Context: an optimization exercise on an open-source flow, tuned for small area, a short achievable clock period and few clock cycles per item. The choices shown serve that exercise and are no tape-out recipe. The RTL was checked by simulation tests, not by an equivalence proof against the original design. Power figures rest on the tool's default switching activity, not on a simulated workload.

File: flow/config.mk
export PLATFORM = sky130hd
export DESIGN_NAME = loop_engine
export DESIGN_NICKNAME = loop_engine
export VERILOG_FILES = /design/flow/design.v
export SDC_FILE = /design/flow/constraint.sdc
export NUM_CORES = 8
export LEC_CHECK = 0
export ABC_CLOCK_PERIOD_IN_PS = 7000
export CAP_MARGIN = 20
export CORE_MARGIN = 2
export CORE_UTILIZATION = 40
export PLACE_DENSITY = 0.6
export SLEW_MARGIN = 20
File: flow/constraint.sdc
create_clock -name core_clock -period 25.0 [get_ports {clk}]
set_input_delay 5.0000 -clock core_clock [delete_from_list [all_inputs] [get_ports {clk}]]
set_output_delay 5.0000 -clock core_clock [all_outputs]
set_load 0.01 [all_outputs]
File: flow/design.v
module le_div #(
    parameter RW   = 24,   
    parameter NW   = 51,   
    parameter K    = 2,
    parameter SK   = 8,
    parameter CW   = 6,
    parameter DREG = 0
,
    parameter SL   = 3) (
    input  wire          clk,
    input  wire          rst,
    input  wire          ld,
    input  wire [RW:0]   ld_r0,
    input  wire [NW-1:0] ld_nq,
    input  wire [RW-1:0] ld_d,
    input  wire [CW-1:0] ld_cnt,
    output reg           busy,
    output reg           ovf,
    output wire [NW-1:0] q
);
    reg  [RW-1:0] r;
    reg  [RW-1:0] d_r;
    reg  [NW-1:0] nq;
    reg  [CW-1:0] cnt;
    wire [RW-1:0] d = DREG ? d_r : ld_d;
    assign q = nq;
    reg [RW-1:0] rr [0:K];
    reg [NW-1:0] qq [0:K];
    reg [RW:0]   t;
    integer i;
    always @* begin
        rr[0] = r;
        qq[0] = nq;
        for (i = 0; i < K; i = i + 1) begin
            t = {rr[i], qq[i][NW-1]} - {1'b0, d};
            if (!t[RW]) rr[i+1] = t[RW-1:0];
            else        rr[i+1] = {rr[i][RW-2:0], qq[i][NW-1]};
            qq[i+1] = {qq[i][NW-2:0], !t[RW]};
        end
    end
    localparam S1 = 2 * SK, S2 = SK, S3 = SK / 2;
    wire [RW+S1-1:0] rs1 = {r, nq[NW-1 -: S1]};
    wire [RW+S2-1:0] rs2 = {r, nq[NW-1 -: S2]};
    wire [RW+S3-1:0] rs3 = {r, nq[NW-1 -: S3]};
    wire sk1 = (SL >= 2) && (cnt >= S1) && (rs1 < {{S1{1'b0}}, d});
    wire sk2 = (cnt >= S2) && (rs2 < {{S2{1'b0}}, d});
    wire sk3 = (SL >= 3) && (S3 % K == 0) && (S3 > K) && (cnt >= S3) && (rs3 < {{S3{1'b0}}, d});
    always @(posedge clk) begin
        if (rst) begin
            busy <= 1'b0;
        end else if (ld) begin
            ovf  <= (ld_r0 >= {1'b0, ld_d});
            busy <= (ld_r0 < {1'b0, ld_d}) && (ld_cnt != 0);
            r    <= ld_r0[RW-1:0];
            nq   <= ld_nq;
            d_r  <= ld_d;
            cnt  <= ld_cnt;
        end else if (busy) begin
            if (sk1) begin
                r   <= rs1[RW-1:0];
                nq  <= {nq[NW-S1-1:0], {S1{1'b0}}};
                cnt <= cnt - S1;
                if (cnt == S1) busy <= 1'b0;
            end else if (sk2) begin
                r   <= rs2[RW-1:0];
                nq  <= {nq[NW-S2-1:0], {S2{1'b0}}};
                cnt <= cnt - S2;
                if (cnt == S2) busy <= 1'b0;
            end else if (sk3) begin
                r   <= rs3[RW-1:0];
                nq  <= {nq[NW-S3-1:0], {S3{1'b0}}};
                cnt <= cnt - S3;
                if (cnt == S3) busy <= 1'b0;
            end else begin
                r   <= rr[K];
                nq  <= qq[K];
                cnt <= cnt - K;
                if (cnt == K) busy <= 1'b0;
            end
        end
    end
endmodule
module le_div4 #(
    parameter RW = 48,
    parameter NW = 56,
    parameter SK = 8,
    parameter CW = 6
,
    parameter SL   = 3) (
    input  wire          clk,
    input  wire          rst,
    input  wire          ld,
    input  wire [RW:0]   ld_r0,
    input  wire [NW-1:0] ld_nq,
    input  wire [RW-1:0] ld_d,
    input  wire [RW+1:0] ld_d3,            
    input  wire [CW-1:0] ld_cnt,
    output reg           busy,
    output reg           ovf,
    output wire [NW-1:0] q
);
    reg  [RW-1:0] r;
    reg  [RW-1:0] d;
    reg  [RW+1:0] d3;
    reg  [NW-1:0] nq;
    reg  [CW-1:0] cnt;
    assign q = nq;
    wire [RW+1:0] r4 = {r, nq[NW-1:NW-2]};
    wire [RW+2:0] t1 = {1'b0, r4} - {3'b000, d};
    wire [RW+2:0] t2 = {1'b0, r4} - {2'b00, d, 1'b0};
    wire [RW+2:0] t3 = {1'b0, r4} - {1'b0, d3};
    reg  [RW-1:0] rn;
    reg  [1:0]    qd;
    always @* begin
        if (!t3[RW+2])      begin rn = t3[RW-1:0]; qd = 2'd3; end
        else if (!t2[RW+2]) begin rn = t2[RW-1:0]; qd = 2'd2; end
        else if (!t1[RW+2]) begin rn = t1[RW-1:0]; qd = 2'd1; end
        else                begin rn = r4[RW-1:0]; qd = 2'd0; end
    end
    localparam S1 = 2 * SK, S2 = SK, S3 = SK / 2;
    wire [RW+S1-1:0] rs1 = {r, nq[NW-1 -: S1]};
    wire [RW+S2-1:0] rs2 = {r, nq[NW-1 -: S2]};
    wire [RW+S3-1:0] rs3 = {r, nq[NW-1 -: S3]};
    wire sk1 = (SL >= 2) && (cnt >= S1) && (rs1 < {{S1{1'b0}}, d});
    wire sk2 = (cnt >= S2) && (rs2 < {{S2{1'b0}}, d});
    wire sk3 = (SL >= 3) && (cnt >= S3) && (rs3 < {{S3{1'b0}}, d});
    always @(posedge clk) begin
        if (rst) begin
            busy <= 1'b0;
        end else if (ld) begin
            ovf  <= (ld_r0 >= {1'b0, ld_d});
            busy <= (ld_r0 < {1'b0, ld_d}) && (ld_cnt != 0);
            r    <= ld_r0[RW-1:0];
            nq   <= ld_nq;
            d    <= ld_d;
            d3   <= ld_d3;
            cnt  <= ld_cnt;
        end else if (busy) begin
            if (sk1) begin
                r   <= rs1[RW-1:0];
                nq  <= {nq[NW-S1-1:0], {S1{1'b0}}};
                cnt <= cnt - S1;
                if (cnt == S1) busy <= 1'b0;
            end else if (sk2) begin
                r   <= rs2[RW-1:0];
                nq  <= {nq[NW-S2-1:0], {S2{1'b0}}};
                cnt <= cnt - S2;
                if (cnt == S2) busy <= 1'b0;
            end else if (sk3) begin
                r   <= rs3[RW-1:0];
                nq  <= {nq[NW-S3-1:0], {S3{1'b0}}};
                cnt <= cnt - S3;
                if (cnt == S3) busy <= 1'b0;
            end else begin
                r   <= rn;
                nq  <= {nq[NW-3:0], qd};
                cnt <= cnt - 2'd2;
                if (cnt == 2) busy <= 1'b0;
            end
        end
    end
endmodule
module le_divsqrt #(
    parameter RW = 24,
    parameter NW = 51,
    parameter SK = 8,
    parameter CW = 6
,
    parameter SL   = 3) (
    input  wire          clk,
    input  wire          rst,
    input  wire          ld,
    input  wire          ld_sq,
    input  wire [RW:0]   ld_r0,
    input  wire [NW-1:0] ld_nq,
    input  wire [RW-1:0] ld_d,
    input  wire [CW-1:0] ld_cnt,
    output wire          busy,
    output reg           ovf,
    output wire [NW-1:0] q,
    output reg  [23:0]   y
);
    reg  [RW-1:0] r;
    reg  [NW-1:0] nq;
    reg  [CW-1:0] cnt;
    reg           dbusy;
    reg           sq, nz, sv;
    reg  [25:0]   rs_;
    reg  [RW-1:0] d;
    assign q    = nq;
    assign busy = dbusy || sv;
    reg [RW-1:0] rr [0:2];
    reg [NW-1:0] qq [0:2];
    reg [RW:0]   t;
    integer i;
    always @* begin
        rr[0] = r;
        qq[0] = nq;
        for (i = 0; i < 2; i = i + 1) begin
            t = {rr[i], qq[i][NW-1]} - {1'b0, d};
            if (!t[RW]) rr[i+1] = t[RW-1:0];
            else        rr[i+1] = {rr[i][RW-2:0], qq[i][NW-1]};
            qq[i+1] = {qq[i][NW-2:0], !t[RW]};
        end
    end
    localparam S1 = 2 * SK, S2 = SK, S3 = SK / 2;
    wire [RW+S1-1:0] rs1 = {r, nq[NW-1 -: S1]};
    wire [RW+S2-1:0] rs2 = {r, nq[NW-1 -: S2]};
    wire [RW+S3-1:0] rs3 = {r, nq[NW-1 -: S3]};
    wire nsk = sq && nz;
    wire sk1 = (SL >= 2) && !nsk && (cnt >= S1) && (rs1 < {{S1{1'b0}}, d});
    wire sk2 = !nsk && (cnt >= S2) && (rs2 < {{S2{1'b0}}, d});
    wire sk3 = (SL >= 3) && !nsk && (cnt >= S3) && (rs3 < {{S3{1'b0}}, d});
    wire [27:0] s4 = {rs_, nq[1:0]};
    wire [27:0] st = s4 - {2'b00, y, 2'b01};
    always @(posedge clk) begin
        if (rst) begin
            dbusy <= 1'b0;
            sv    <= 1'b0;
        end else if (ld) begin
            ovf   <= (ld_r0 >= {1'b0, ld_d});
            dbusy <= (ld_r0 < {1'b0, ld_d}) && (ld_cnt != 0);
            r     <= ld_r0[RW-1:0];
            nq    <= ld_nq;
            cnt   <= ld_cnt;
            d     <= ld_d;
            sq    <= ld_sq;
            nz    <= 1'b0;
            sv    <= 1'b0;
            rs_   <= 26'd0;
            y     <= 24'd0;
        end else begin
            sv <= 1'b0;
            if (sv) begin
                if (!st[27]) begin rs_ <= st[25:0]; y <= {y[22:0], 1'b1}; end
                else         begin rs_ <= s4[25:0]; y <= {y[22:0], 1'b0}; end
            end
            if (dbusy) begin
                if (sk1) begin
                    r   <= rs1[RW-1:0];
                    nq  <= {nq[NW-S1-1:0], {S1{1'b0}}};
                    cnt <= cnt - S1;
                    if (cnt == S1) dbusy <= 1'b0;
                end else if (sk2) begin
                    r   <= rs2[RW-1:0];
                    nq  <= {nq[NW-S2-1:0], {S2{1'b0}}};
                    cnt <= cnt - S2;
                    if (cnt == S2) dbusy <= 1'b0;
                end else if (sk3) begin
                    r   <= rs3[RW-1:0];
                    nq  <= {nq[NW-S3-1:0], {S3{1'b0}}};
                    cnt <= cnt - S3;
                    if (cnt == S3) dbusy <= 1'b0;
                end else begin
                    r   <= rr[2];
                    nq  <= qq[2];
                    cnt <= cnt - 2'd2;
                    if (cnt == 2) dbusy <= 1'b0;
                    sv  <= sq;
                    if (qq[2][1:0] != 2'b00) nz <= 1'b1;
                end
            end
        end
    end
endmodule
module le_sqrt #(
    parameter K   = 2,
    parameter YW  = 24,    
    parameter RW  = 26,    
    parameter SKP = 6,
    parameter CW  = 5
) (
    input  wire            clk,
    input  wire            rst,
    input  wire            ld,
    input  wire [2*YW-1:0] ld_x,
    input  wire [CW-1:0]   ld_cnt,
    output reg             busy,
    output reg  [YW-1:0]   y
);
    localparam XW = 2 * YW;
    reg [RW-1:0] r;
    reg [XW-1:0] x;
    reg [CW-1:0] cnt;
    reg [RW-1:0] rr [0:K];
    reg [YW-1:0] yy [0:K];
    reg [XW-1:0] xx [0:K];
    reg [RW+1:0] r4;
    reg [RW+1:0] t;
    integer i;
    always @* begin
        rr[0] = r;
        yy[0] = y;
        xx[0] = x;
        for (i = 0; i < K; i = i + 1) begin
            r4 = {rr[i], xx[i][XW-1:XW-2]};
            t  = r4 - {{(RW-YW){1'b0}}, yy[i], 2'b01};
            if (!t[RW+1]) rr[i+1] = t[RW-1:0];
            else          rr[i+1] = r4[RW-1:0];
            yy[i+1] = {yy[i][YW-2:0], !t[RW+1]};
            xx[i+1] = {xx[i][XW-3:0], 2'b00};
        end
    end
    wire skip = (cnt >= SKP) && (y == {YW{1'b0}}) && (r == {RW{1'b0}}) &&
                (x[XW-1 -: 2*SKP] == {(2*SKP){1'b0}});
    always @(posedge clk) begin
        if (rst) begin
            busy <= 1'b0;
        end else if (ld) begin
            busy <= (ld_cnt != 0);
            r    <= {RW{1'b0}};
            y    <= {YW{1'b0}};
            x    <= ld_x;
            cnt  <= ld_cnt;
        end else if (busy) begin
            if (skip) begin
                x   <= {x[XW-2*SKP-1:0], {(2*SKP){1'b0}}};
                cnt <= cnt - SKP;
                if (cnt == SKP) busy <= 1'b0;
            end else begin
                r   <= rr[K];
                y   <= yy[K];
                x   <= xx[K];
                cnt <= cnt - K;
                if (cnt == K) busy <= 1'b0;
            end
        end
    end
endmodule
module loop_engine (
    input  wire               clk,
    input  wire               rst,
    input  wire               start,
    input  wire               restart,
    output wire               ready,
    output reg                done,
    input  wire signed [19:0] p_d,          
    input  wire signed [19:0] v_d,          
    input  wire signed [23:0] a_d,          
    input  wire signed [19:0] p_m,          
    input  wire signed [19:0] v_m,          
    input  wire        [1:0]  sigma,        
    input  wire signed [15:0] f_est,        
    input  wire signed [15:0] base,         
    input  wire               homed,
    input  wire        [15:0] force_cap,    
    input  wire               open_dir,
    input  wire        [23:0] scale,        
    input  wire        [23:0] vmax_hard,    
    input  wire signed [19:0] pos_min,      
    input  wire signed [19:0] pos_max,      
    input  wire        [15:0] mass,         
    input  wire        [23:0] kf,           
    input  wire        [15:0] ke_close,     
    input  wire        [15:0] ke_open,      
    input  wire        [23:0] nose_len,     
    input  wire        [19:0] nose_vmax,    
    input  wire        [23:0] nose_decel,   
    input  wire        [15:0] force_close,  
    input  wire        [15:0] force_open,   
    input  wire        [15:0] sel_hyst,     
    input  wire        [7:0]  sel_frames,   
    input  wire        [15:0] track_margin, 
    input  wire        [15:0] i_max,        
    input  wire        [15:0] id_ref,       
    input  wire        [23:0] pos_kp,       
    input  wire        [23:0] vel_kp,
    input  wire        [23:0] vel_ki,
    input  wire        [23:0] acc_ff,
    input  wire        [23:0] force_ki,
    output reg  signed [17:0] iq,           
    output reg         [23:0] v_ke,         
    output reg         [23:0] v_nose,       
    output wire        [2:0]  selected,     
    output wire        [2:0]  reported,     
    output wire               i_limited     
);
    localparam [5:0]
        S_IDLE = 6'd0,
        S_COL  = 6'd28,                      
        S_CL   = 6'd29,                      
        S_A0   = 6'd40,                      
        S_A6   = 6'd46,
        S_A8   = 6'd48;
    localparam SLN = 3, SLW = 3;               
    reg  [5:0] st;
    reg        stall;                        
    reg        busy_f;                       
    assign ready = !busy_f;
    reg        sdn;                          
    reg        closing_r, act2_r, act3_r, act4_r, nose_on, sFF;
    reg signed [20:0] ra;                    
    reg signed [20:0] rb;                    
    reg signed [17:0] rfb;                   
    reg signed [16:0] rfe;                   
    reg        [20:0] rd;                    
    reg signed [20:0] rvm;                   
    reg        [23:0] rad;                   
    reg        [15:0] rmq;                   
    wire sd_neg  = (sigma == 2'b11);
    wire sig_nz  = (sigma != 2'b00);
    wire closing = sig_nz && (sd_neg == !open_dir);
    wire opening = sig_nz && !closing;
    wire [15:0] fcap0 = (force_cap != 16'd0) ? force_cap : (closing ? force_close : force_open);
    wire signed [20:0] d_raw = open_dir ? (pos_max - p_m) : (p_m - pos_min);
    reg  [59:0] MA;
    reg  [23:0] MB;
    reg  [53:0] PR;
    wire [53:0] prod = MA[29:0] * MB;
    reg  [54:0] WH;
    reg  [59:0] WL;
    wire [84:0] W2 = {WH, WL[59:30]};
    reg  [58:0] T;                           
    reg         sX1;                         
    reg         se;                          
    reg         sw2, sw3;                    
    reg  signed [59:0] AR;                   
    reg  signed [35:0] us1, us2, us3, us4;   
    reg  signed [57:0] m;                    
    reg  [2:0]         sm;                   
    reg                mv;                   
    reg  signed [33:0] I1, I2, I3, I4;       
    reg  [2:0]  ps, pr;                      
    reg  [7:0]  run;
    reg         lim_r;
    reg  signed [33:0] out_r;
    reg  signed [34:0] top_r;
    reg  [15:0] ilim;                        
    assign selected  = ps;
    assign reported  = pr;
    assign i_limited = lim_r;
    reg         ew_ld, ds_ld, ds_sq, en2_ld, es1_ld, esi_ld;
    reg  [24:0] en2_r0; reg [51:0] en2_nq; reg [5:0] en2_cnt;
    reg  [48:0] ew_r0;  reg [55:0] ew_nq;
    reg  [24:0] ds_r0;  reg [50:0] ds_nq;  reg [23:0] ds_d;  reg [5:0] ds_cnt;
    wire        ew_busy, ds_busy, en2_busy, es1_busy, esi_busy;
    wire        ew_ovf, ds_ovf, en2_ovf;
    wire [55:0] ew_q;   wire [50:0] ds_q;  wire [51:0] en2_q;
    wire [23:0] ds_y, es1_y;
    wire [15:0] esi_y;
    le_div4 #(.RW(48), .NW(56), .SK(8), .CW(6), .SL(SLW)) u_ew (
        .clk(clk), .rst(rst), .ld(ew_ld), .ld_r0(ew_r0), .ld_nq(ew_nq), .ld_d(PR[47:0]), .ld_d3(al_res[49:0]),
        .ld_cnt(6'd56), .busy(ew_busy), .ovf(ew_ovf), .q(ew_q));
    le_divsqrt #(.RW(24), .NW(51), .SK(8), .CW(6), .SL(SLN)) u_ds (
        .clk(clk), .rst(rst), .ld(ds_ld), .ld_sq(ds_sq), .ld_r0(ds_r0), .ld_nq(ds_nq),
        .ld_d(ds_d), .ld_cnt(ds_cnt), .busy(ds_busy), .ovf(ds_ovf), .q(ds_q), .y(ds_y));
    le_div #(.RW(24), .NW(52), .K(2), .SK(8), .CW(6), .DREG(1), .SL(SLN)) u_en2 (
        .clk(clk), .rst(rst), .ld(en2_ld), .ld_r0(en2_r0), .ld_nq(en2_nq), .ld_d(kf),
        .ld_cnt(en2_cnt), .busy(en2_busy), .ovf(en2_ovf), .q(en2_q));
    le_sqrt #(.K(2), .YW(24), .RW(26), .SKP(6), .CW(5)) u_es1 (
        .clk(clk), .rst(rst), .ld(es1_ld), .ld_x({2'b00, WH[45:0]}), .ld_cnt(5'd24),
        .busy(es1_busy), .y(es1_y));
    le_sqrt #(.K(2), .YW(16), .RW(18), .SKP(6), .CW(5)) u_esi (
        .clk(clk), .rst(rst), .ld(esi_ld), .ld_x(PR[31:0]), .ld_cnt(5'd16),
        .busy(esi_busy), .y(esi_y));
    wire        [19:0] b_abs  = rb[20] ? (21'd0 - rb) : rb;
    wire        [17:0] fb_abs = rfb[17] ? (18'd0 - rfb) : rfb;
    wire signed [18:0] fc     = rfb - rfe;                  
    wire        [17:0] fc_abs = fc[18] ? (19'd0 - fc) : fc;
    wire        [16:0] im_p   = {1'b0, i_max} + {1'b0, id_ref};
    wire        [15:0] im_m   = (i_max >= id_ref) ? (i_max - id_ref) : 16'd0;
    wire signed [25:0] w2     = $signed({2'b00, v_ke})   - rvm;
    wire signed [25:0] w3     = $signed({2'b00, v_nose}) - rvm;
    wire        [24:0] w2_abs = w2[25] ? (26'd0 - w2) : w2;
    wire        [24:0] w3_abs = w3[25] ? (26'd0 - w3) : w3;
    wire        [15:0] ke_sel0 = closing ? ke_close : ke_open;
    wire [59:0] ff_y = ew_ovf ? (60'd1 << 55) : {5'd0, ew_q[55:1]};
    wire        ff_c = ew_ovf ? 1'b0 : ew_q[0];
    reg  [59:0] al_x, al_y;
    reg         al_sub, al_ci;
    wire [59:0] al_res = al_x + (al_sub ? ~al_y : al_y) + {59'd0, al_ci};
    wire signed [59:0] al_s = al_res;
    wire               al_ovf = (al_res[59:35] != {25{al_res[59]}});
    wire signed [35:0] al_sat = al_ovf ? {al_res[59], {35{~al_res[59]}}} : al_res[35:0];
    reg  vnd, vkd, ild, p2i, p3i, u1d, u2d, u3d, u4d;
    reg  [1:0] a2p, a3p;                     
    reg  [2:0] al_k;                         
    reg        al_act;
    reg        c_vn, c_vk, c_il, c_p2, c_p3, c_a1, c_a4, col_on;
    reg        a1l, a4l;                     
    always @* begin
        al_x = 60'd0; al_y = 60'd0; al_sub = 1'b0; al_ci = 1'b0; al_k = 3'd0;
        c_vn = 1'b0; c_vk = 1'b0; c_il = 1'b0; c_p2 = 1'b0; c_p3 = 1'b0; c_a1 = 1'b0; c_a4 = 1'b0; col_on = 1'b0;
        case (st)
            6'd14: begin al_x = {{23{ra[20]}}, ra, 16'd0}; al_y = {6'd0, PR}; al_sub = rb[20]; al_ci = rb[20]; end
            6'd15: begin al_x = 60'd0; al_y = AR; al_sub = AR[59]; al_ci = AR[59]; end
            6'd10: begin al_x = {5'd0, PR, 1'b0}; al_y = {6'd0, PR}; end      
            6'd21: begin al_x = {{26{I1[33]}}, I1}; al_y = {7'd0, W2[68:16]};
                         al_sub = sX1; al_ci = sX1 ^ W2[15]; end
            6'd22, 6'd23, 6'd24, 6'd25, 6'd26, S_COL: begin
                col_on = 1'b1;
                c_il = !ild && !esi_busy;
                c_vn = !vnd && (!nose_on || !es1_busy);
                c_vk = !vkd && !ds_busy;
                c_a1 = !a1l && (vkd || c_vk) && (st == 6'd26 || st == S_COL);
                c_p2 = vkd && !p2i && (st >= 6'd24);
                c_p3 = vnd && !p3i && !c_p2 && (st >= 6'd24);
                if (a3p[1]) begin
                    al_x = {{26{I3[33]}}, I3}; al_y = {6'd0, PR}; al_sub = sw3; al_ci = sw3; al_k = 3'd3;
                end else if (a2p[1]) begin
                    al_x = {{26{I2[33]}}, I2}; al_y = {6'd0, PR}; al_sub = sw2; al_ci = sw2; al_k = 3'd2;
                end else if (!u4d && !en2_busy) begin
                    al_x = {{26{I4[33]}}, I4}; al_y = {9'd0, en2_q[51:1]};
                    al_sub = rfb[17]; al_ci = rfb[17] ^ en2_q[0]; al_k = 3'd4;
                    c_a4 = 1'b1;
                end else if (!u1d && !ew_busy) begin
                    al_x = AR; al_y = ff_y; al_sub = sFF; al_ci = sFF ^ ff_c; al_k = 3'd1;
                end
            end
            default: ;
        endcase
        case (al_k)
            3'd1:    al_act = 1'b1;
            3'd2:    al_act = act2_r;
            3'd3:    al_act = act3_r;
            3'd4:    al_act = act4_r;
            default: al_act = 1'b0;
        endcase
    end
    wire signed [59:0] m_ext = {{2{m[57]}}, m};
    wire al_lt = al_s < m_ext;
    wire al_eq = al_s == m_ext;
    wire take  = al_act && (!mv || al_lt || (al_eq && al_k > sm));
    wire col_end = (u1d || al_k == 3'd1) && (u2d || al_k == 3'd2) && (u3d || al_k == 3'd3) &&
                   (u4d || al_k == 3'd4) && (ild || c_il);
    wire signed [35:0] us_s   = usel(sm, us1, us2, us3, us4);
    wire signed [35:0] ilim_q = {4'd0, ilim, 16'd0};
    wire        lim_hi  = us_s > ilim_q;
    wire        lim_lo  = us_s < -ilim_q;
    wire signed [33:0] out_new = lim_hi ? ilim_q[33:0] : (lim_lo ? -ilim_q[33:0] : us_s[33:0]);
    wire        lim_new = lim_hi || lim_lo;
    wire [7:0]  run_new = (sm == ps) ? ((run == 8'hFF) ? 8'hFF : run + 8'd1) : 8'd1;
    wire [2:0]  r0 = (pr == 3'd5) ? ps : pr;
    reg         r0_act;
    reg  signed [35:0] u_r0;
    always @* begin
        case (r0)
            3'd1:    begin r0_act = 1'b1;   u_r0 = us1; end
            3'd2:    begin r0_act = act2_r; u_r0 = us2; end
            3'd3:    begin r0_act = act3_r; u_r0 = us3; end
            3'd4:    begin r0_act = act4_r; u_r0 = us4; end
            default: begin r0_act = 1'b0;   u_r0 = us1; end
        endcase
    end
    wire signed [36:0] hyst_d = u_r0 - us_s;
    wire signed [36:0] hyst_q = {5'd0, sel_hyst, 16'd0};
    wire [2:0]  r_new = lim_new ? 3'd5 :
                        ((r0 == 3'd0) || !r0_act || (hyst_d > hyst_q) || (run_new >= sel_frames)) ? sm : r0;
    reg  [2:0]  tst;                         
    reg  [2:0]  t_s;                         
    reg         t_lim, t_a2, t_a3, t_a4, t_sadv, t_adv, t_a23, a23l;
    reg  [15:0] t_im;                        
    reg         ia_v, ia_mode, ia_min, ia_out;
    reg  [2:0]  ia_k;
    reg         ib_v;
    reg  [2:0]  ib_k;
    reg  signed [35:0] ib_d;
    function signed [35:0] usel;
        input [2:0] k;
        input signed [35:0] a1, a2, a3, a4;
        case (k)
            3'd1:    usel = a1;
            3'd2:    usel = a2;
            3'd3:    usel = a3;
            default: usel = a4;
        endcase
    endfunction
    function signed [33:0] isel;
        input [2:0] k;
        input signed [33:0] a1, a2, a3, a4;
        case (k)
            3'd1:    isel = a1;
            3'd2:    isel = a2;
            3'd3:    isel = a3;
            default: isel = a4;
        endcase
    endfunction
    function signed [35:0] sat36;
        input [37:0] x;
        sat36 = (x[37:35] != {3{x[37]}}) ? {x[37], {35{~x[37]}}} : x[35:0];
    endfunction
    wire [35:0] adv_q   = (t_s == 3'd4) ? en2_q[35:0] : ds_q[35:0];
    wire        adv_ovf = (t_s == 3'd4) ? en2_ovf : ds_ovf;
    wire        adv_rdy = (t_s == 3'd4) ? !en2_busy : (!ds_busy && (!t_a23 || a23l));
    wire        adv_s   = t_sadv;
    wire [37:0] xo     = {{4{out_r[33]}}, out_r};
    wire [37:0] xt     = {{3{top_r[34]}}, top_r};
    wire signed [35:0] ia_u = usel(ia_k, us1, us2, us3, us4);
    wire [37:0] ia_x   = ia_mode ? 38'd0 : (ia_out ? xo : xt);
    wire [37:0] ia_y   = ia_mode ? (adv_ovf ? (38'd1 << 35) : {3'd0, adv_q[35:1]}) : {{2{ia_u[35]}}, ia_u};
    wire        ia_sub = ia_mode ? adv_s : 1'b1;
    wire        ia_ci  = ia_mode ? (adv_ovf ? adv_s : (adv_s ^ adv_q[0])) : 1'b1;
    wire [37:0] ia_sum = ia_x + (ia_sub ? ~ia_y : ia_y) + {37'd0, ia_ci};
    wire signed [35:0] ia_sat = sat36(ia_sum);
    wire signed [35:0] ia_d   = (ia_min && ia_sat > 36'sd0) ? 36'sd0 : ia_sat;
    wire signed [36:0] imax_q = {5'd0, t_im, 16'd0};
    wire signed [33:0] ib_i   = isel(ib_k, I1, I2, I3, I4);
    wire signed [36:0] ib_sum = ib_i + ib_d;
    wire signed [33:0] ib_new = (ib_sum > imax_q) ? imax_q[33:0] :
                                (ib_sum < -imax_q) ? -imax_q[33:0] : ib_sum[33:0];
    function act_of;
        input [2:0] k;
        input a2, a3, a4;
        case (k)
            3'd1:    act_of = 1'b1;
            3'd2:    act_of = a2;
            3'd3:    act_of = a3;
            default: act_of = a4;
        endcase
    endfunction
    always @* begin
        ia_v = 1'b0; ia_mode = 1'b0; ia_min = 1'b0; ia_out = 1'b0; ia_k = t_s;
        if (tst >= 3'd1 && tst <= 3'd4) begin
            ia_k = tst;
            if (tst != t_s) begin
                ia_v = 1'b1; ia_min = act_of(tst, t_a2, t_a3, t_a4);
            end else if (t_lim) begin
                ia_v = 1'b1; ia_out = 1'b1;
            end
        end else if (tst == 3'd5 && adv_rdy) begin
            ia_v = 1'b1; ia_mode = 1'b1;
        end
    end
    wire tail_adv_pend = (tst != 3'd0) && t_adv;
    wire restart_now   = (st == S_IDLE) && start && restart;
    always @(posedge clk) begin
        if (rst) begin
            tst  <= 3'd0;
            ib_v <= 1'b0;
            I1 <= 34'sd0; I2 <= 34'sd0; I3 <= 34'sd0; I4 <= 34'sd0;
        end else if (restart_now) begin
            tst  <= 3'd0;
            ib_v <= 1'b0;
            I1 <= 34'sd0; I2 <= 34'sd0; I3 <= 34'sd0; I4 <= 34'sd0;
        end else begin
            ib_v <= ia_v; ib_k <= ia_k; ib_d <= ia_d;
            if (ib_v) begin
                case (ib_k)
                    3'd1:    I1 <= ib_new;
                    3'd2:    I2 <= ib_new;
                    3'd3:    I3 <= ib_new;
                    default: I4 <= ib_new;
                endcase
            end
            if (st == S_CL && !stall) tst <= 3'd1;
            else if (tst >= 3'd1 && tst <= 3'd3) tst <= tst + 3'd1;
            else if (tst == 3'd4) tst <= t_adv ? 3'd5 : 3'd0;
            else if (tst == 3'd5 && adv_rdy) tst <= 3'd0;
        end
    end
    always @* begin
        ew_ld = 1'b0; ds_ld = 1'b0; ds_sq = 1'b0; en2_ld = 1'b0;
        es1_ld = 1'b0; esi_ld = 1'b0;
        ew_r0 = {19'd0, W2[84:55]};
        ew_nq = {W2[54:0], 1'b0};
        ds_r0 = {9'd0, W2[63:48]};
        ds_nq = {W2[47:0], 3'd0};
        ds_d  = {6'd0, mass, 2'b00} + {8'd0, mass};
        ds_cnt = 6'd48;
        en2_r0 = 25'd0;
        en2_nq = {PR[34:0], 17'd0};
        en2_cnt = 6'd52;
        stall = 1'b0;
        if (c_a1) begin                                      
            ds_ld  = 1'b1;
            ds_r0  = (|WH[54:36]) ? 25'h1FFFFFF : {1'b0, WH[35:12]};    
            ds_nq  = {WH[11:0], WL[59:36], 15'd0};                      
            ds_d   = 24'd625;
            ds_cnt = 6'd36;
        end
        if (c_a4) begin                                      
            en2_ld  = 1'b1;
            en2_r0  = {1'b0, T[58:35]};
            en2_nq  = {T[34:0], 1'b0, 16'd0};
            en2_cnt = 6'd36;
        end
        case (st)
            6'd6:  begin                                     
                stall = tail_adv_pend && (t_s != 3'd4);      
                ds_ld = !stall; ds_sq = 1'b1;
            end
            6'd7:  begin
                stall = tail_adv_pend && (t_s == 3'd4);      
                en2_ld = !stall;
            end
            6'd10: ew_ld = 1'b1;
            6'd11: esi_ld = 1'b1;
            6'd14: es1_ld = nose_on;
            S_A6: begin
                ds_ld  = 1'b1;
                ds_r0  = (|W2[84:80]) ? 25'h1FFFFFF : {1'b0, W2[79:56]};    
                ds_nq  = {W2[55:20], 15'd0};
                ds_d   = 24'd625;
                ds_cnt = 6'd36;
            end
            S_A8: stall = (tst != 3'd0);                      
            default: ;
        endcase
    end
    wire [34:0] iq_c   = ((out_new != 34'sd0) && (out_new[33] ^ sdn)) ? 35'd32767 : 35'd32768;
    wire [34:0] iq_sum = iq_c + (sdn ? ~{out_new[33], out_new} : {out_new[33], out_new}) + {34'd0, sdn};
    wire signed [18:0] iq_new = iq_sum[34:16];
    always @(posedge clk) begin
        done <= 1'b0;
        if (rst) begin
            st     <= S_IDLE;
            busy_f <= 1'b0;
            ps <= 3'd0; pr <= 3'd0; run <= 8'd0;
        end else if (!stall) begin
            PR <= prod;
            MA <= {30'd0, MA[59:30]};
            if (st != S_IDLE && st != S_COL) st <= st + 6'd1;
            if (col_on) begin
                if (c_il) begin ild <= 1'b1; ilim <= esi_y; end
                if (c_vn) begin
                    vnd <= 1'b1;
                    if (nose_on) v_nose <= (es1_y > vmax_hard) ? vmax_hard : es1_y;
                    else         v_nose <= {4'd0, nose_vmax};
                end
                if (c_vk) begin
                    vkd  <= 1'b1;
                    v_ke <= ds_ovf ? vmax_hard : ((ds_y > vmax_hard) ? vmax_hard : ds_y);
                end
                a2p <= {a2p[0], c_p2};
                a3p <= {a3p[0], c_p3};
                if (c_p2) begin p2i <= 1'b1; MA <= {35'd0, w2_abs}; MB <= vel_kp; sw2 <= w2[25]; end
                if (c_p3) begin p3i <= 1'b1; MA <= {35'd0, w3_abs}; MB <= vel_kp; sw3 <= w3[25]; end
                case (al_k)
                    3'd1: begin u1d <= 1'b1; us1 <= al_sat; end
                    3'd2: begin u2d <= 1'b1; us2 <= al_sat; end
                    3'd3: begin u3d <= 1'b1; us3 <= al_sat; end
                    3'd4: begin u4d <= 1'b1; us4 <= al_sat; end
                    default: ;
                endcase
                if (c_a1) a1l <= 1'b1;
                if (take) begin mv <= 1'b1; m <= al_s[57:0]; sm <= al_k; end
            end
            case (st)
            S_IDLE: begin
                if (start) begin
                    busy_f <= 1'b1;
                    st     <= 6'd1;
                    if (restart) begin
                        ps <= 3'd0; pr <= 3'd0; run <= 8'd0;
                    end
                    sdn       <= sd_neg;
                    closing_r <= closing;
                    act2_r    <= closing || (opening && ke_open != 16'd0);
                    act3_r    <= closing;
                    act4_r    <= closing || (opening && force_open != 16'd0);
                    sFF       <= sd_neg ^ a_d[23];
                    ra        <= v_d - v_m;
                    rb        <= p_d - p_m;
                    rfb       <= $signed({2'b00, fcap0}) + base;
                    rfe       <= sd_neg ? -f_est : f_est;
                    rd        <= d_raw[20] ? 21'd0 : d_raw;
                    rvm       <= sd_neg ? -v_m : v_m;
                    rad       <= a_d[23] ? (24'd0 - a_d) : a_d;
                    rmq       <= track_margin;
                    MA <= {44'd0, ke_sel0}; MB <= scale;                
                end
            end
            6'd1: begin
                nose_on <= homed && ({3'd0, rd} > nose_len);
                rd      <= rd - nose_len[20:0];                      
                MA <= {44'd0, mass}; MB <= 24'd10000;                
            end
            6'd2: begin MA <= {20'd0, PR[39:0]}; MB <= scale; end       
            6'd3: begin T <= {29'd0, PR[29:0]}; end                   
            6'd4: begin
                WH <= {1'b0, PR};
                MA <= {30'd0, T[29:0]}; MB <= acc_ff;                
            end
            6'd5: begin
                WH <= PR + (WH >> 30); WL <= {WH[29:0], WL[59:30]};   
                MA <= {42'd0, fb_abs}; MB <= 24'd100000;             
            end
            6'd6: begin MA <= {6'd0, PR[53:0]}; MB <= rad; end         
            6'd8: begin
                WH <= {1'b0, PR};
                MA <= {36'd0, scale}; MB <= kf;                      
            end
            6'd9: begin
                WH <= PR + (WH >> 30); WL <= {WH[29:0], WL[59:30]};   
                MA <= {43'd0, im_p}; MB <= {8'd0, im_m};             
            end
            6'd10: begin MA <= {40'd0, nose_vmax}; MB <= {4'd0, nose_vmax}; end    
            6'd11: begin MA <= {38'd0, rd[20:0], 1'b0}; MB <= nose_decel; end     
            6'd12: begin
                WH <= {1'b0, PR};
                MA <= {40'd0, b_abs}; MB <= pos_kp;                  
            end
            6'd13: begin
                WH <= PR + WH;                                       
                MA <= {42'd0, fc_abs}; MB <= force_ki;               
            end
            6'd14: begin AR <= al_res; end                           
            6'd15: begin
                AR <= al_res;                                        
                se <= AR[59];
                MA <= {18'd0, PR[41:0]}; MB <= 24'd100000;           
            end
            6'd16: begin sX1 <= sdn ^ se; end
            6'd17: begin
                WH <= {1'b0, PR};
                MA <= AR[59:0]; MB <= vel_kp;                        
            end
            6'd18: begin WH <= PR + (WH >> 30); WL <= {WH[29:0], WL[59:30]}; end
            6'd19: begin
                T <= W2[58:0];                                       
                WH <= {1'b0, PR};
            end
            6'd20: begin WH <= PR + (WH >> 30); WL <= {WH[29:0], WL[59:30]}; end    
            6'd21: begin
                vnd <= 1'b0; vkd <= 1'b0; ild <= 1'b0; p2i <= 1'b0; p3i <= 1'b0;
                u1d <= 1'b0; u2d <= 1'b0; u3d <= 1'b0; u4d <= 1'b0; mv <= 1'b0;
                a2p <= 2'b00; a3p <= 2'b00; a1l <= 1'b0;
                AR <= al_res;                                        
                MA <= W2[59:0]; MB <= vel_ki;                        
            end
            6'd23: begin WH <= {1'b0, PR}; MA <= {51'd0, W2[68:60]}; end
            6'd24: begin WH <= PR + (WH >> 30); WL <= {WH[29:0], WL[59:30]}; end
            6'd25: begin WH <= PR + (WH >> 30); WL <= {WH[29:0], WL[59:30]}; end
            6'd26: begin
                if (col_end) st <= S_CL; else st <= S_COL;
            end
            S_COL: begin
                if (col_end) st <= S_CL;
            end
            S_CL: begin
                out_r <= out_new;
                lim_r <= lim_new;
                top_r <= {out_new[33], out_new} + $signed({3'd0, rmq, 16'd0});
                ps    <= sm;
                pr    <= r_new;
                run   <= run_new;
                iq    <= iq_new[17:0];
                done  <= !(!lim_new && (sm == 3'd2 || sm == 3'd3));    
                t_s    <= sm;
                t_lim  <= lim_new;
                t_a2   <= act2_r; t_a3 <= act3_r; t_a4 <= act4_r;
                t_im   <= i_max;
                t_sadv <= (sm == 3'd4) ? fc[18] : (sm == 3'd1) ? sX1 : (sm == 3'd2) ? sw2 : sw3;
                t_adv  <= !lim_new;
                t_a23  <= !lim_new && (sm == 3'd2 || sm == 3'd3);
                a23l   <= 1'b0;
                if (!lim_new && (sm == 3'd2 || sm == 3'd3)) st <= S_A0;
                else begin
                    busy_f <= 1'b0;
                    st     <= S_IDLE;
                end
            end
            S_A0: begin MA <= {35'd0, (ps == 3'd2) ? w2_abs : w3_abs}; MB <= vel_kp; end    
            S_A0 + 6'd2: begin MA <= {11'd0, PR[48:0]}; MB <= vel_ki; end      
            S_A0 + 6'd4: begin WH <= {1'b0, PR}; end
            S_A0 + 6'd5: begin WH <= PR + (WH >> 30); WL <= {WH[29:0], WL[59:30]}; end
            S_A6: a23l <= 1'b1;
            S_A8: begin done <= 1'b1; busy_f <= 1'b0; st <= S_IDLE; end
            default: ;
            endcase
        end
    end
endmodule
File: flow/run.sh
#!/bin/bash
# synth_recipe.tcl (not shown) runs the flow's synth.tcl, then flattens the netlist and writes it again
# the make line also repeats each setting of config.mk as NAME=value (left out here)
make -C /OpenROAD-flow-scripts/flow DESIGN_CONFIG=/design/flow/config.mk WORK_HOME=/design/flow/orfs CLKGATE_MAP_FILE= SYNTH_SCRIPT=/design/flow/synth_recipe.tcl finish
==> metrics.csv <==
stage,metric,value,unit
outcome,run_status,timing/DRC/antenna clean,
setup_path,arrival,12.04,ns
clock_tree,hold_buffers,0,
clock_tree,cts_buffers,218,
sta,holdWs,0.455,ns
clock_tree,cts_resized,0,
die,die_wd,656,um
setup_path,r2r.worst_path.cells,37,
setup_path,critical-path-top-delay-family,compound AO/OA/AOI/OAI gates,
setup_path,critical_path.most_common_cell,a21o_1,
logic_synthesis,synth_enable_flop_cells,1570,
sta,final_hold_viol_count,0,
layout,areaGrowthSynthToFinish,13.4,%
setup_path,critical_path.slowest_cell,a311oi_1,
logic_synthesis,synth.avg_cell_area,8.71,um^2
grt,first_pass_grt_wire_length,1190,mm
clock_tree,postCtsSetupRepairBufs,0,
setup_path,timing.critical_path.from_type,flop,
grt,number_of_global_route_vias_before_repair,153000,
logic_synthesis,synth.yosys.warnings,16,
routing,drc,0,
clock_tree,worst_skew_pair.late_latency,1.03,ns
die,fp-row-count,239,
clock_tree,cts_max_level,4,
logic_synthesis,synthFlopType,edfxtp_1,
sta,tns,0,ns
job,timing.max_cap.violations,0,
hold_path,worstHoldStart,I2[15],
place,dp_hpwl,663,mm
sta,unrepaired_setup_endpoints_after_global_routing,false,
sta,fmaxAchievable,87.7,MHz
setup_path,flop2flop_setup_slack,13.59,ns
routing,wl,865,mm
setup_path,worstReg2RegStart,st[0],
logic_synthesis,async_flop_share,0,
place,buffer_ports.inserted,686,
sta,worst-slew-pin-transition,1.38,ns
clock_tree,clk_pin_slew,0.06,ns
sta,final.period_utilization,0.456,
setup_path,worst_path_largest_cell_delay,0.82,ns
sta,setup_violations_final,0,
die,initial_utilization,0.402,
clock_tree,worst_case_clock_buffer_depth,4,
sta,relSlewSlack,0.0831,
routing,avgViaCountPerCell,6.37,
setup_path,regToRegEndpoint,mv,
clock_tree,clock-root-buffer,clkbuf_16,
routing,dr_total_vias,165000,
die,placeable_core_area,0.424,mm^2
grt,antenna_found_initial,135,
power,peak_supply_drop,1450,uV
routing,drtAntennaViolNets,0,
hold_path,min-delay-path-class,flop to flop,
setup_path,criticalPathCategory,flop to flop,
logic_synthesis,synth_seq_area_share,0.297,
clock_tree,cts_sinks,1738,
logic_synthesis,postSynthNetCount,22400,
clock_tree,tritoncts_clock_tree,done,
routing,detailedRoute.firstPassIterationCount,14,
hold_path,timing.hold.worst_endpoint,I2[15],
power,p_leak,80.7,nW
setup_path,cp_data_required_time,25.64,ns
grt,globalRouteTotalUtil,0.387,
logic_synthesis,syn-instance-count,19600,
layout,num-nets-final,22900,
die,floorplan.io_pins,687,
logic_synthesis,synth_area,0.170,mm^2
setup_path,crit_path_max_fanout,62,
die,fp.dieArea,0.431,mm^2
sta,worst_clock_skew,0.0940,ns
logic_synthesis,netlist-cell-type-count,105,
setup_path,timing.critical_path.to_type,flop,
routing,drt_iter0_drc,24000,
place,finalWeightedCongestion,1.08,
layout,share_of_post_route_cells_with_drive_strength_above_1,0.0609,
grt,globalRoute.totalOverflow,0,
setup_path,timing.critical_path.buf_inv,4,
sta,final-max-slew-violation-count,0,
sta,finalCriticalPeriod,11.41,ns
power,powerDensity,193,mW/mm^2
grt,pin_count_of_the_biggest_net_entering_global_routing,95,
routing,routedWlPerCell,33.3,um
logic_synthesis,count_of_state_elements_after_synthesis,1738,
setup_path,worst_setup_path_startpoint,st[0],
die,dieHeight,656,um
hold_path,hold-path-cell-count,2,
## worst max-delay path by stage
stage | to | slack [ns] | cells after the start
6_report | mv | 13.59 | 37
5_1_grt | mv | 13.17 | 37
4_1_cts | mv | 13.96 | 37
3_5_place_dp | mv | 14.02 | 37
3_3_place_gp | mv | 14.17 | 37
2_1_floorplan | act2_r | 12.68 | 4
## tightest hold or removal path, delay by kind of cell, from the launching register on
family | cells | cell delay (ns)
AO/OA/AOI/OAI | 1 | 0.05
AND/OR/NAND/NOR | 1 | 0.05
flip-flops | 1 | 0.31
## logic make-up (layout without fill, tap and decap cells)
| group | after synthesis | count (layout) | synth area share |
|---|---|---|---|
| other cells | 0 | 110 | 0 |
| fa+ha+maj | 2251 | 2251 | 0.194 |
| xor+xnor | 1013 | 1013 | 0.0521 |
| compound gates | 5510 | 5510 | 0.209 |
| simple gates | 5941 | 5941 | 0.161 |
| mux | 487 | 487 | 0.0294 |
| flops | 1738 | 1738 | 0.297 |
| buf+inv | 2615 | 3266 | 0.0582 |
## synth_stat cells, types with 88 or more instances
master / instances / area share
buf_1: 99 / 0.0022
xor2_1: 345 / 0.018
a221o_1: 95 / 0.0056
mux2i_1: 393 / 0.023
a222oi_1: 148 / 0.0087
and2_1: 429 / 0.016
nand3_1: 486 / 0.014
a31oi_1: 150 / 0.0055
edfxtp_1: 1570 / 0.28
and3_1: 123 / 0.0045
nand4_1: 182 / 0.0067
a21o_1: 448 / 0.020
nand2b_1: 188 / 0.0069
o31ai_1: 104 / 0.0046
clkbuf_1: 818 / 0.018
o21a_1: 202 / 0.0089
nor3_1: 248 / 0.0073
inv_1: 1641 / 0.036
a211oi_1: 173 / 0.0076
nor4_1: 116 / 0.0043
xnor2_1: 667 / 0.034
o21bai_1: 118 / 0.0052
o221ai_1: 88 / 0.0045
or3_1: 110 / 0.0040
o211ai_1: 163 / 0.0072
fa_1: 641 / 0.075
dfxtp_1: 168 / 0.020
nor2b_1: 176 / 0.0065
mux2_2: 93 / 0.0062
ha_1: 1609 / 0.12
o21ai_0: 1210 / 0.036
a22oi_1: 187 / 0.0082
nor2_1: 1286 / 0.028
a21oi_1: 1649 / 0.048
nand2_1: 2371 / 0.052
a221oi_1: 153 / 0.0079
o22ai_1: 93 / 0.0034
## flip-flops by register name (all words and copies together) (netlist names), 36 cells and up
name / count
WH: 55
us2: 36
MA: 60
us1: 36
T: 59
us4: 36
PR: 54
us3: 36
u_ew.r: 48
u_ew.d3: 50
u_en2.nq: 52
u_ew.d: 48
AR: 60
u_ds.nq: 51
u_es1.x: 48
u_ew.nq: 56
ib_d: 36
m: 58
## metrics by stage
stage | utilization | instance area, um^2 | power (W) | cells | worst slack (ns)
after floorplan | - | 170000 | 0.0247 | 19600 | 12.68
after global placement | 0.437 | 185000 | 0.0328 | 25500 | 14.17
after detailed placement | 0.437 | 185000 | 0.0329 | 25500 | 14.02
after CTS | 0.455 | 193000 | 0.0366 | 25900 | 13.96
after global routing | 0.455 | 193000 | 0.0400 | 25900 | 13.17
final | 0.456 | 193000 | 0.0372 | 26000 | 13.59
## power by group
group          switching, W  total, W  internal, W
combinational        0.0174    0.0289       0.0115
sequential         0.000173   0.00485      0.00468
clock               0.00148   0.00350      0.00202
## cell usage in the layout (no fill, tap or decap), types with 103 or more instances in the layout
cell / n
a211oi_1: 172
mux2i_1: 391
nor2_1: 1255
clkbuf_16: 220
a22oi_1: 183
a21o_1: 446
a221oi_1: 152
nand4_1: 182
edfxtp_1: 1570
xor2_1: 345
fa_1: 641
inv_1: 1635
o31ai_1: 103
nand3_1: 484
buf_4: 518
a222oi_1: 148
nand2_1: 2366
or3_1: 107
a31oi_1: 147
o21ai_0: 1196
nor2b_1: 174
o21a_1: 200
o21bai_1: 118
clkdlybuf4s50_1: 684
nor4_1: 111
o211ai_1: 163
and2_1: 425
nor3_1: 237
dfxtp_1: 168
and3_1: 116
ha_1: 1609
diode_2: 110
a21oi_1: 1638
xnor2_1: 664
nand2b_1: 188
## metal layers
metal  part of all wire  vias up  global-route usage
met4              0.093       66               0.299
met2               0.41    11000               0.557
met1               0.37    80300               0.475
li1                   -    71500                   -
met3               0.12     2522               0.128
met5            0.00073        -             0.00377
## final cells by class
| class | instances | area [um^2] |
|---|---|---|
| clock inverters | 113 | 1560 |
| clock buffers | 288 | 6000 |
| inverters | 1650 | 6200 |
| flip-flops and latches | 1738 | 50500 |
| well taps | 5663 | 7090 |
| multi-input cells | 15200 | 111000 |
| repair buffers | 1215 | 10900 |
| fillers | 41200 | 231000 |
| diodes | 110 | 275 |
Testbench counts, summed over its fixed seeds: cycles 65,532, frames 1,920.

[port drivers added, routing unchanged]
The results above use ideal ports. As a check the final layout listed here was re-extracted and re-timed, cells and wires unchanged.
Step 1: set_driving_cell puts a clkbuf_16 on clk and a buf_2 on each other input, an assumption about the parent block.
Step 2 times the ports against the registers' clock, not the clock port: input delays grow and output delays shrink by t, the midpoint of the rising clock arrivals with the driver on.
a / b / c = ideal ports / drivers / drivers and shift; a / b = the first two.
shift t [ns]: 1.108
setup WS [ns]: 13.594 / 13.594 / 13.594
worst setup path at the end: register to register
After both steps this run still meets setup and hold. The setup slack of this run moves by 0.000 ns with the drivers and by 0.000 ns with both steps.
